From an optimization exercise on the open Yosys and OpenROAD flow, aimed at small area and a short achievable clock period; shortcuts taken in it are not production practice.
Function was checked by simulation only, so behaviour that the tests miss may differ from the original.
Power and IR drop assume default switching activity.

**flow/run.sh**
```bash
#!/bin/bash
# synth_recipe.tcl (not shown) runs the flow's synth.tcl, then flattens the netlist and writes it again
# the make line also repeats each setting of config.mk as NAME=value (left out here)
make -C /OpenROAD-flow-scripts/flow DESIGN_CONFIG=/design/flow/config.mk WORK_HOME=/design/flow/orfs CLKGATE_MAP_FILE= SYNTH_SCRIPT=/design/flow/synth_recipe.tcl finish
```
**flow/constraint.sdc**
```tcl
create_clock -name core_clock -period 15.0 [get_ports {clk}]
set_input_delay 3.0000 -clock core_clock [delete_from_list [all_inputs] [get_ports {clk}]]
set_output_delay 3.0000 -clock core_clock [all_outputs]
set_load 0.01 [all_outputs]
```
**flow/config.mk**
```make
export PLATFORM = sky130hd
export DESIGN_NAME = cvt_lane
export DESIGN_NICKNAME = cvt_lane
export VERILOG_FILES = /design/flow/design.v
export SDC_FILE = /design/flow/constraint.sdc
export NUM_CORES = 4
export LEC_CHECK = 0
export ABC_AREA = 1
export CAP_MARGIN = 20
export CORE_MARGIN = 2
export CORE_UTILIZATION = 40
export PLACE_DENSITY = 0.6
export SETUP_SLACK_MARGIN = 0.5
export SLEW_MARGIN = 20
```
**flow/design.v**
```verilog
module cvt_lane (
    input  wire        clk,
    input  wire        rst,
    input  wire        in_valid,
    input  wire [31:0] in_src,       
    input  wire [7:0]  in_e,         
    input  wire [3:0]  in_fmt,       
    input  wire [1:0]  in_rm,        
    input  wire        in_sat,       
    input  wire [23:0] in_u,         
    output reg         out_valid,
    output reg  [31:0] out_res,      
    output reg         out_invalid,
    output reg         out_overflow
);
    reg va, vb, vc;
    always @(posedge clk) begin
        if (rst) begin
            va <= 1'b0; vb <= 1'b0; vc <= 1'b0; out_valid <= 1'b0;
        end else begin
            va <= in_valid; vb <= va; vc <= vb; out_valid <= vc;
        end
    end
    reg [31:0] a_src;
    reg [7:0]  a_e;
    reg [3:0]  a_fmt;
    reg [1:0]  a_rm;
    reg        a_sat;
    reg [23:0] a_u;
    always @(posedge clk) begin
        a_src <= in_src;
        a_e   <= in_e;
        a_fmt <= in_fmt;
        a_rm  <= in_rm;
        a_sat <= in_sat;
        a_u   <= in_u;
    end
    wire [7:0]  E1  = a_src[30:23];
    wire [22:0] F1  = a_src[22:0];
    wire        Ez1 = ~|E1;
    wire        Ex1 = &E1;
    wire        Fz1 = ~|F1;
    wire [23:0] M1  = {~Ez1, F1};
    wire nan1  = Ex1 & ~Fz1;
    wire snan1 = nan1 & ~F1[22];
    wire inf1  = Ex1 & Fz1;
    wire zero1 = Ez1 & Fz1;
    wire i_int1 = a_fmt[3];
    wire i_e5_1 = ~a_fmt[3] & a_fmt[2];
    wire i_e4_1 = ~a_fmt[3] & ~a_fmt[2] & a_fmt[1] & a_fmt[0];
    wire i_h_1  = ~a_fmt[3] & ~a_fmt[2] & a_fmt[1] & ~a_fmt[0];
    wire i_bf_1 = ~a_fmt[3] & ~a_fmt[2] & ~a_fmt[1] & a_fmt[0];
    reg [4:0] clz1;
    integer k;
    always @(*) begin
        clz1 = 5'd24;
        for (k = 0; k < 23; k = k + 1)
            if (F1[k]) clz1 = 5'd23 - k[4:0];
    end
    wire [4:0] lz1 = Ez1 ? clz1 : 5'd0;
    reg [8:0] C1;
    reg [4:0] nn1;
    reg [8:0] Ymax1, Ymin1;
    always @(*) begin
        if (i_int1)      begin C1 = 9'd150; nn1 = 5'd0;  Ymax1 = 9'd0;   Ymin1 = 9'd0;   end
        else if (i_e5_1) begin C1 = 9'd134; nn1 = 5'd21; Ymax1 = 9'd142; Ymin1 = 9'd113; end
        else if (i_e4_1) begin C1 = 9'd141; nn1 = 5'd20; Ymax1 = 9'd135; Ymin1 = 9'd121; end
        else if (i_h_1)  begin C1 = 9'd126; nn1 = 5'd13; Ymax1 = 9'd142; Ymin1 = 9'd113; end
        else if (i_bf_1) begin C1 = 9'd17;  nn1 = 5'd16; Ymax1 = 9'd254; Ymin1 = 9'd1;   end
        else             begin C1 = 9'd1;   nn1 = 5'd0;  Ymax1 = 9'd254; Ymin1 = 9'd1;   end
    end
    reg [4:0] ctz1;
    always @(*) begin
        ctz1 = 5'd24;
        for (k = 23; k >= 0; k = k - 1)
            if (M1[k]) ctz1 = k[4:0];
    end
    wire signed [10:0] es1    = {{3{a_e[7]}}, a_e};
    wire signed [10:0] Ee1    = {3'd0, E1[7:1], E1[0] | Ez1};
    wire signed [10:0] X1     = Ee1 - es1;
    wire signed [10:0] Y1     = X1 - $signed({6'd0, lz1});                   
    wire signed [10:0] nsub32 = $signed({2'd0, C1} + 11'd32) - Ee1 + es1;
    wire        [6:0]  nnrm32 = {2'd0, nn1} + 7'd32 - {2'd0, lz1};
    wire signed [10:0] Xm1    = X1 - $signed({2'd0, Ymin1});
    wire               normal1 = ~i_int1 & ~zero1 & ~Xm1[10] & ((|Xm1[9:5]) | (Xm1[4:0] >= lz1));
    wire        [6:0]  shs1   = nsub32[10] ? 7'd0 : (|nsub32[9:7]) ? 7'd127 : nsub32[6:0];
    wire        [6:0]  sh1    = normal1 ? nnrm32 : shs1;
    wire               sticky1 = (nsub32 > $signed({4'd0, 7'd56 + {2'd0, ctz1}}));
    wire               big1    = i_int1 ? (nsub32 <= 11'sd23) : (~Ez1 & (X1 > $signed({2'd0, Ymax1})));
    wire               yeq1    = ~Ez1 & (X1 == $signed({2'd0, Ymax1}));
    wire        [7:0]  ef1     = ~normal1 ? 8'd0 :
                                 i_e4_1 ? {4'd0, ~Y1[3], Y1[2:0]} :
                                 (i_h_1 | i_e5_1) ? {3'd0, ~Y1[4], Y1[3:0]} : Y1[7:0];
    reg        b_s, b_sticky, b_big, b_yeq, b_sat, b_nan, b_snan, b_inf;
    reg [23:0] b_M, b_u;
    reg [6:0]  b_sh;
    reg [7:0]  b_ef;
    reg [3:0]  b_fmt;
    reg [1:0]  b_rm;
    always @(posedge clk) begin
        b_s      <= a_src[31];
        b_M      <= M1;
        b_sh     <= sh1;
        b_sticky <= sticky1;
        b_big    <= big1;
        b_yeq    <= yeq1;
        b_ef     <= ef1;
        b_fmt    <= a_fmt;
        b_rm     <= a_rm;
        b_sat    <= a_sat;
        b_u      <= a_u;
        b_nan    <= nan1;
        b_snan   <= snan1;
        b_inf    <= inf1;
    end
    wire [79:0] win2  = {b_M, 56'd0} >> b_sh;
    wire [31:0] kept2 = win2[55:24];
    wire [23:0] frac2 = win2[23:0];
    reg ru2;
    always @(*) begin
        case (b_rm)
            2'd0:    ru2 = frac2[23] & ((|frac2[22:0]) | b_sticky | kept2[0]);
            2'd1:    ru2 = (frac2 > b_u);
            default: ru2 = 1'b0;
        endcase
    end
    reg        c_s, c_ru, c_big, c_yeq, c_sat, c_nan, c_snan, c_inf;
    reg [31:0] c_kept;
    reg [7:0]  c_ef;
    reg [3:0]  c_fmt;
    always @(posedge clk) begin
        c_s    <= b_s;
        c_kept <= kept2;
        c_ru   <= ru2;
        c_big  <= b_big;
        c_yeq  <= b_yeq;
        c_ef   <= b_ef;
        c_fmt  <= b_fmt;
        c_sat  <= b_sat;
        c_nan  <= b_nan;
        c_snan <= b_snan;
        c_inf  <= b_inf;
    end
    wire i_int3 = c_fmt[3];
    wire i_i8_3 = c_fmt[3] & ~c_fmt[2];
    wire i_e5_3 = ~c_fmt[3] & c_fmt[2];
    wire i_e4_3 = ~c_fmt[3] & ~c_fmt[2] & c_fmt[1] & c_fmt[0];
    wire i_h_3  = ~c_fmt[3] & ~c_fmt[2] & c_fmt[1] & ~c_fmt[0];
    wire i_bf_3 = ~c_fmt[3] & ~c_fmt[2] & ~c_fmt[1] & c_fmt[0];
    reg [30:0] pk3;
    always @(*) begin
        if (i_e5_3)      pk3 = {24'd0, c_ef[4:0], c_kept[1:0]};
        else if (i_e4_3) pk3 = {24'd0, c_ef[3:0], c_kept[2:0]};
        else if (i_h_3)  pk3 = {16'd0, c_ef[4:0], c_kept[9:0]};
        else if (i_bf_3) pk3 = {16'd0, c_ef[7:0], c_kept[6:0]};
        else             pk3 = {c_ef[7:0], c_kept[22:0]};
    end
    wire [31:0] inc_a = i_int3 ? (c_kept ^ {32{c_s}}) : {1'b0, pk3};
    wire        inc_c = i_int3 ? (c_s ^ c_ru) : c_ru;
    wire [31:0] inc3  = inc_a + {31'd0, inc_c};
    wire m_ones3 = i_e5_3 ? (&c_kept[1:0]) :
                   i_e4_3 ? (&c_kept[2:0]) :
                   i_h_3  ? (&c_kept[9:0]) :
                   i_bf_3 ? (&c_kept[6:0]) : (&c_kept[22:0]);
    wire e4_six3 = (c_kept[2:0] == 3'b110);
    wire fovf3   = c_big | (c_yeq & (i_e4_3 ? (m_ones3 | (e4_six3 & c_ru)) : (m_ones3 & c_ru)));
    wire iovf8   = c_big | (|c_kept[31:8]) |
                   (c_s ? (c_kept[7] & ((|c_kept[6:0]) | c_ru))
                        : (c_kept[7] | ((&c_kept[6:0]) & c_ru)));
    wire iovf32  = c_big | (c_kept[31] & (~c_s | (|c_kept[30:0])));
    wire iovf3   = i_i8_3 ? iovf8 : iovf32;
    reg [31:0] res3;
    reg        inv3, ovf3;
    always @(*) begin
        res3 = 32'd0;
        inv3 = 1'b0;
        ovf3 = 1'b0;
        if (i_int3) begin
            if (c_nan) begin
                inv3 = 1'b1;
            end else if (c_inf) begin
                inv3 = 1'b1;
                if (c_sat) res3 = i_i8_3 ? (c_s ? 32'h80 : 32'h7F) : (c_s ? 32'h8000_0000 : 32'h7FFF_FFFF);
            end else if (c_sat & iovf3) begin
                ovf3 = 1'b1;
                res3 = i_i8_3 ? (c_s ? 32'h80 : 32'h7F) : (c_s ? 32'h8000_0000 : 32'h7FFF_FFFF);
            end else begin
                res3 = i_i8_3 ? {24'd0, inc3[7:0]} : inc3;
            end
        end else begin
            if (c_nan) begin
                inv3 = c_snan;
                res3 = i_e5_3 ? 32'h7E : i_e4_3 ? 32'h7F : i_h_3 ? 32'h7E00 : i_bf_3 ? 32'h7FC0 : 32'h7FC0_0000;
            end else if (c_inf) begin
                inv3 = i_e4_3;
                res3 = i_e5_3 ? {24'd0, c_s, 7'h7C} : i_e4_3 ? {24'd0, c_s, 7'h7F} :
                       i_h_3  ? {16'd0, c_s, 15'h7C00} : i_bf_3 ? {16'd0, c_s, 15'h7F80} : {c_s, 31'h7F80_0000};
            end else if (fovf3) begin
                ovf3 = 1'b1;
                res3 = i_e5_3 ? {24'd0, c_s, 7'h7B} : i_e4_3 ? {24'd0, c_s, 7'h7E} :
                       i_h_3  ? {16'd0, c_s, 15'h7BFF} : i_bf_3 ? {16'd0, c_s, 15'h7F7F} : {c_s, 31'h7F7F_FFFF};
            end else begin
                res3 = (i_e5_3 | i_e4_3) ? {24'd0, c_s, inc3[6:0]} :
                       (i_h_3 | i_bf_3)  ? {16'd0, c_s, inc3[14:0]} : {c_s, inc3[30:0]};
            end
        end
    end
    always @(posedge clk) begin
        out_res      <= res3;
        out_invalid  <= inv3;
        out_overflow <= ovf3;
    end
endmodule
```
==> flow_summary.json, run 1 <==
{
  "min_delay_worst_endpoint": "b_u[12]",
  "cp-start-kind": "flip-flop",
  "cap_violations": 0,
  "grt.overflow.total": 0,
  "dr.pass1.iters": 6,
  "cts_max_level": 1,
  "synth-edff-count": 0,
  "syn_area_um2": 13490,
  "clk_pin_slew_ns": 0.06,
  "nFillCells": 3413,
  "power_density_nw_per_um2": 152.7,
  "total_power_mw": 2.418,
  "worst_pin_slew_ns": 1.017,
  "syn2layout_area_growth_pct": 17.38,
  "layout_commonest_cell": "nand2_1",
  "dieArea_um2": 35210,
  "clock.fmax_ghz": 0.2182,
  "final-hold-violation-count": 0,
  "grt_pass1_vias": 11790,
  "clkLatencyLatePin_ns": 0.57,
  "nNetsFinal": 2128,
  "skew_ns": 0.01696,
  "worstReg2RegEnd": "b_sh[3]",
  "setup_viol_count_final": 0,
  "cts_tree": "yes",
  "synth_top_family_by_area": "simple AND/OR/NAND/NOR gates",
  "hold_path.class": "flip-flop to flip-flop",
  "ir_worst_vdd_mv": 0.09588,
  "cts_buffers": 27,
  "rrSetupSlack_ns": 10.42,
  "rsz0062_at_grt": "no",
  "dp_hpwl_mm": 29.85,
  "routed_via_density": 5.063,
  "tns_ns": 0,
  "leakagePower_nw": 7.246,
  "final_cells": 2419,
  "yosys.area_share.simple": 0.2380,
  "syn_nets": 2038,
  "die_y_um": 187.6,
  "period_share": 0.3056,
  "initial_core_util": 0.4043,
  "die_width_um": 187.6,
  "critPathKind": "flip-flop to flip-flop",
  "drt_wl_total_mm": 37.17,
  "setup_ws_ns": 10.42,
  "rows": 67,
  "slew_headroom": 0.3212,
  "final_util": 0.4746,
  "root_buffer": "clkbuf_16",
  "placed_cells": 2371,
  "synth_top_cell_by_area": "dfxtp_1",
  "antenna_cells": 0,
  "critPathLaunch": "a_fmt[3]",
  "yosysWarnings": 1,
  "synth.top_cell.area_share": 0.3532,
  "track_usage": 0.2097,
  "synthMuxAreaShare": 0.004452,
  "synth_compound_area_frac": 0.1681,
  "dpl_cell_area_um2": 14920,
  "required_ns": 15.48,
  "wire_per_inst_um": 15.37,
  "synthArstFlopShare": 0,
  "cts_max_path_buffers": 3,
  "ctsHoldBuffers": 0,
  "dp_slack_ns": 10.45,
  "worstPathMaxFanout": 8,
  "place_congestion": 0.9173,
  "r2r_start": "a_fmt[3]",
  "synth_seq_cells": 238,
  "antenna_found_initial": 0,
  "drive_above_1_share": 0.06443,
  "holdPathStages": 0,
  "num_vias": 12250,
  "postSynthCellCount": 1862,
  "slew_viol_final": 0,
  "outcome": "complete, no violations",
  "syn_avg_cell_area_um2": 7.245,
  "clock_sinks": 238,
  "yosysSeqAreaShare": 0.3532,
  "holdWs_ns": 0.3154,
  "grt_pass1_wl_mm": 60.10,
  "cp-end-kind": "flip-flop",
  "arrival_ns": 5.07,
  "synth.area.top_cells": "dfxtp_1 (35%), nand2_1 (11%), ha_1 (8.5%)",
  "drtIter0Drc": 850,
  "synth_fa_ha_area_frac": 0.1002,
  "ys.flop_type": "dfxtp_1",
  "hp-start": "a_u[12]",
  "antenna_left": 0,
  "final_cell_mix": "nand2_1 (399), inv_1 (257), dfxtp_1 (238)",
  "cts_setup_buffers": 0,
  "rr_worst_depth": 22,
  "ctsResizeCount": 0,
  "synth-xor-area-share": 0.04090,
  "ioPinCount": 109,
  "coreArea_um2": 33360,
  "portBuffers": 108,
  "drc": 0,
  "grt_max_degree": 40,
  "synth.distinct_cells": 63,
  "stdcell_area_um2": 15840,
  "min_period_ns": 4.584
}
-- registers in the layout (all words and copies together) (netlist names), 2 cells and up --
| signal | flops |
|---|---|
| a_fmt | 4 |
| b_sh | 7 |
| b_rm | 2 |
| b_u | 24 |
| c_ef | 8 |
| out_res | 32 |
| b_fmt | 4 |
| a_src | 32 |
| c_kept | 32 |
| b_M | 24 |
| b_ef | 8 |
| c_fmt | 4 |
| a_u | 24 |
| a_e | 8 |
| a_rm | 2 |
-- cell usage after synthesis, types with 8 or more instances --
library cell and number:
inv_1 257, nand4_1 18, nor4_1 15, a21oi_1 90
o21ai_1 14, nor2_2 12, nor2_1 169, or2_2 15
clkbuf_1 31, inv_2 9, ha_1 92, o211ai_1 13
xor2_1 42, dfxtp_1 238, fa_1 10, nor3_1 22
o22ai_1 40, xnor2_1 21, nand3_1 61, nand2_1 399
o221ai_1 8, o21ai_0 156, buf_2 10
-- per-layer routing --
layer	vias up	track usage	part of all wire
li1	6259	-	-
met1	5583	0.2614	0.44
met2	324	0.3687	0.48
met3	81	0.02920	0.047
met4	0	0.07571	0.033
met5	-	0	0
-- power breakdown --
group / switching (mW) / total, mW / internal, mW / leakage (nW)
Combinational: 0.601 / 0.950 / 0.349 / 4.81
Sequential: 0.0791 / 0.806 / 0.727 / 1.99
Clock: 0.270 / 0.662 / 0.392 / 0.445
-- worst max-delay path by stage --
| stage | to | slack [ns] | cells after the start |
|---|---|---|---|
| floorplan | b_sticky | 11.23 | 18 |
| global placement | b_sh[5] | 10.48 | 21 |
| detailed placement | b_sh[5] | 10.45 | 21 |
| CTS | b_sh[3] | 10.41 | 22 |
| global route | b_sh[3] | 9.99 | 21 |
| finish | b_sh[3] | 10.42 | 22 |
-- cell families (layout without fill, tap and decap cells) --
| family | Yosys count | in the layout |
|---|---|---|
| buffers and inverters | 326 | 435 |
| multiplexers | 6 | 6 |
| flip-flops | 238 | 238 |
| adder cells (fa/ha/maj) | 102 | 102 |
| AND/OR/NAND/NOR | 741 | 741 |
| XOR/XNOR | 63 | 63 |
| AO/OA/AOI/OAI | 386 | 386 |
-- worst max-delay path, cell delays in order (launching register included) --
cell and delay, ns:
dfxtp_1 0.42, nor2_1 0.34, nand2_1 0.25, nor2_1 0.22, inv_1 0.19, nand2_1 0.12
fa_1 0.44, ha_1 0.30, ha_1 0.14, inv_1 0.06, fa_1 0.41, o31ai_1 0.39
a21oi_1 0.11, o21bai_1 0.20, and2_1 0.16, o21ai_0 0.10, nand2_1 0.07, nand3_1 0.06
nand3_1 0.07, nor2_1 0.05, inv_1 0.17, nor2_1 0.08, o21ai_0 0.16
-- cell type report --
class                      count  area [um^2]  area share
multi-input combinational   1298         7441      0.4699
sequential                   238         4765      0.3009
timing repair buffer         115         1134     0.07159
inverter                     272         1025     0.06471
clock buffer                  33        748.2     0.04725
tap                          448        560.5     0.03540
clock inverter                15        162.7     0.01027
==> run 2, diff against run 1 <==
--- a/flow/config.mk
+++ b/flow/config.mk
@@ -10,4 +10,4 @@
 export CORE_MARGIN = 2
-export CORE_UTILIZATION = 40
-export PLACE_DENSITY = 0.6
+export CORE_UTILIZATION = 65
+export PLACE_DENSITY = 0.75
 export SETUP_SLACK_MARGIN = 0.5
==> flow_summary.json, run 2 <==
{
  "num_vias": 12760,
  "synthMostInstantiatedCell": "nand2_1",
  "antenna_left": 0,
  "cts_buffers": 25,
  "leakagePower_nw": 7.202,
  "root_buffer": "clkbuf_16",
  "cts_max_path_buffers": 3,
  "reg.largest.list": "a_src x32, c_kept x32, out_res x32",
  "min_period_ns": 4.599,
  "final_cell_mix": "nand2_1 (399), inv_1 (257), dfxtp_1 (238)",
  "min_delay_worst_endpoint": "c_ef[6]",
  "synth_seq_cells": 238,
  "required_ns": 15.39,
  "hold_path.class": "flip-flop to flip-flop",
  "rrSetupSlack_ns": 10.40,
  "cts_tree": "yes",
  "clock_sinks": 238,
  "slowest_stage": "dfxtp_1",
  "total_power_mw": 2.381,
  "tns_ns": 0,
  "path_cells": "clkinv_1, nand2_1, nand2_1, inv_1, nand2_1, fa_1, ha_1, inv_1, fa_1, o31ai_1, a21oi_1, o21bai_1, and2_1, o21ai_0, nand3_1, nand3_1, nor2_1, inv_1, nor2_1, o21ai_0",
  "antenna_found_initial": 0,
  "ys.flop_type": "dfxtp_1",
  "arrival_ns": 4.99,
  "grt_pass1_wl_mm": 59.33,
  "cts_setup_buffers": 0,
  "portBuffers": 108,
  "grt_max_degree": 40,
  "drt_wl_total_mm": 36.55,
  "period_share": 0.3066,
  "ioPinCount": 109,
  "skew_ns": 0.01312,
  "synth-edff-count": 0,
  "synth.top_cell.area_share": 0.3532,
  "power_density_nw_per_um2": 153.4,
  "worstPathMaxFanout": 9,
  "syn_area_um2": 13490,
  "nNetsFinal": 2125,
  "worstReg2RegEnd": "b_sh[5]",
  "rr_worst_depth": 20,
  "syn_nets": 2038,
  "synthArstFlopShare": 0,
  "syn_avg_cell_area_um2": 7.245,
  "final-hold-violation-count": 0,
  "drtIter0Drc": 1160,
  "rows": 52,
  "rsz0062_at_grt": "no",
  "dieArea_um2": 21920,
  "drive_above_1_share": 0.05996,
  "clock.fmax_ghz": 0.2175,
  "initial_core_util": 0.6646,
  "ctsResizeCount": 0,
  "critPathKind": "flip-flop to flip-flop",
  "yosysWarnings": 1,
  "die_width_um": 148.1,
  "cts_max_level": 1,
  "die_y_um": 148.1,
  "r2r_start": "a_fmt[3]",
  "ctsHoldBuffers": 0,
  "postSynthCellCount": 1862,
  "holdPathStages": 0,
  "antenna_cells": 0,
  "setup_ws_ns": 10.40,
  "grt.overflow.total": 0,
  "slew_viol_final": 0,
  "synthTopCellsByCount": "nand2_1 (399), inv_1 (257), dfxtp_1 (238), nor2_1 (169), o21ai_0 (156)",
  "coreArea_um2": 20300,
  "routed_via_density": 5.700,
  "layout_commonest_cell": "nand2_1",
  "clkLatencyLatePin_ns": 0.53,
  "cap_violations": 0,
  "yosysSeqAreaShare": 0.3532,
  "outcome": "complete, no violations",
  "dp_hpwl_mm": 27.72,
  "hp-start": "b_ef[6]",
  "drc": 0,
  "grt_pass1_vias": 12260,
  "syn2layout_area_growth_pct": 15.04,
  "synth.distinct_cells": 63,
  "dp_slack_ns": 10.54,
  "synth.area.top_cells": "dfxtp_1 (35%), nand2_1 (11%), ha_1 (8.5%)",
  "wire_per_inst_um": 16.33,
  "dr.pass1.iters": 6,
  "max_stage_delay_ns": 0.50,
  "place_congestion": 0.9778,
  "slew_headroom": 0.2967,
  "cp-end-kind": "flip-flop",
  "cp-start-kind": "flip-flop",
  "setup_viol_count_final": 0,
  "worst_pin_slew_ns": 1.054,
  "clk_pin_slew_ns": 0.06,
  "track_usage": 0.3306,
  "ir_worst_vdd_mv": 0.09578,
  "synth_top_cell_by_area": "dfxtp_1"
}
-- run 2: changes by cell type in the layout (fill, tap and decap cells not counted), sizes merged --
cell | before | now
clkinvlp | 3 | 1
buf | 7 | 6
clkinv | 13 | 10
inv | 269 | 268
clkbuf | 33 | 37
-- run 2: stage by stage --
| stage | area (um^2) | hold WS [ns] | std cells | util |
|---|---|---|---|---|
| after detailed placement | 14690 | 0.3121 | 2192 | 0.7239 |
| after floorplan | 13490 | 0.3096 | 1862 | - |
| after CTS | 15520 | 0.3257 | 2238 | 0.7645 |
| final | 15520 | 0.3243 | 2238 | 0.7645 |
| after global placement | 14690 | 0.3097 | 2192 | 0.7239 |
| after global routing | 15520 | 0.3289 | 2238 | 0.7645 |
-- run 2: worst max path at each step --
stage / start / slack [ns] / depth (start not counted) / to
global route: a_fmt[3] / 10.17 / 22 / b_sh[5]
CTS: a_fmt[3] / 10.50 / 22 / b_sh[5]
finish: a_fmt[3] / 10.40 / 20 / b_sh[5]
global placement: a_fmt[3] / 10.72 / 21 / b_sh[5]
detailed placement: a_fmt[3] / 10.54 / 22 / b_sh[5]
floorplan: a_fmt[3] / 11.23 / 18 / b_sticky
-- run 2: critical path, delay by kind of cell (launching register included) --
| kind | cells | cell delay [ns] |
|---|---|---|
| flip-flops | 1 | 0.50 |
| buffers and inverters | 4 | 0.71 |
| adder cells (fa/ha/maj) | 3 | 1.21 |
| AO/OA/AOI/OAI | 5 | 0.97 |
| AND/OR/NAND/NOR | 8 | 1.09 |
-- run 2: cell type report --
class	count	area, um^2
Clock inverter	9	105.1
Multi-Input combinational cell	1298	7441
Tap cell	270	337.8
Timing Repair Buffer	114	1126
Inverter	272	1025
Sequential cell	238	4765
Fill cell	1581	4780
Clock buffer	37	720.7
-- run 2: layer usage --
layer,track usage,part of all wire,wire length (um),up-vias
li1,-,-,-,6263
met1,0.4062,0.40,14700,5741
met3,0.05123,0.077,2803,111
met5,0,0,0,-
met2,0.5850,0.48,17710,641
met4,0.1257,0.037,1342,0
-- run 2: power by group --
group          total [mW]  leakage (nW)  switching [mW]  internal [mW]
combinational       0.959          4.81           0.609          0.350
sequential          0.807          1.99          0.0800          0.727
clock               0.614         0.405           0.247          0.367
total                2.38          7.20           0.936           1.45
-- run 2: cells by family (layout without fill, tap and decap cells) --
logic type	after synthesis	in the layout	share of synthesized area
AND/OR/NAND/NOR	741	741	0.2380
AO/OA/AOI/OAI	386	386	0.1681
buffers and inverters	326	432	0.09525
flip-flops	238	238	0.3532
adder cells (fa/ha/maj)	102	102	0.1002
XOR/XNOR	63	63	0.04090
multiplexers	6	6	0.004452

[re-timing with driven ports]
In the flow no input, the clock included, has a driving cell. The finished layouts below were timed again as built, in two steps.
Step 1 sets driving cells, clkbuf_16 on the clock port and buf_2 on the other inputs (assumed; they add their load-dependent delay and slew).
Step 2 times the ports against the registers' clock, not the clock port: input delays grow and output delays shrink by t, the midpoint of the rising clock arrivals with the driver on.
Slacks: ideal / step 1 / step 2; pairs: ideal / step 1.
| run | t, ns | setup slack, ns | slew at the worst register clock pin (ns) | pins driven straight from the clock port |
|---|---|---|---|---|
| run 1 | 0.609 | 10.416 / 10.416 / 10.416 | 0.07 / 0.07 | 1 |
| run 2 | 0.567 | 10.401 / 10.401 / 10.401 | 0.07 / 0.07 | 1 |
After both steps every run listed still meets setup and hold.
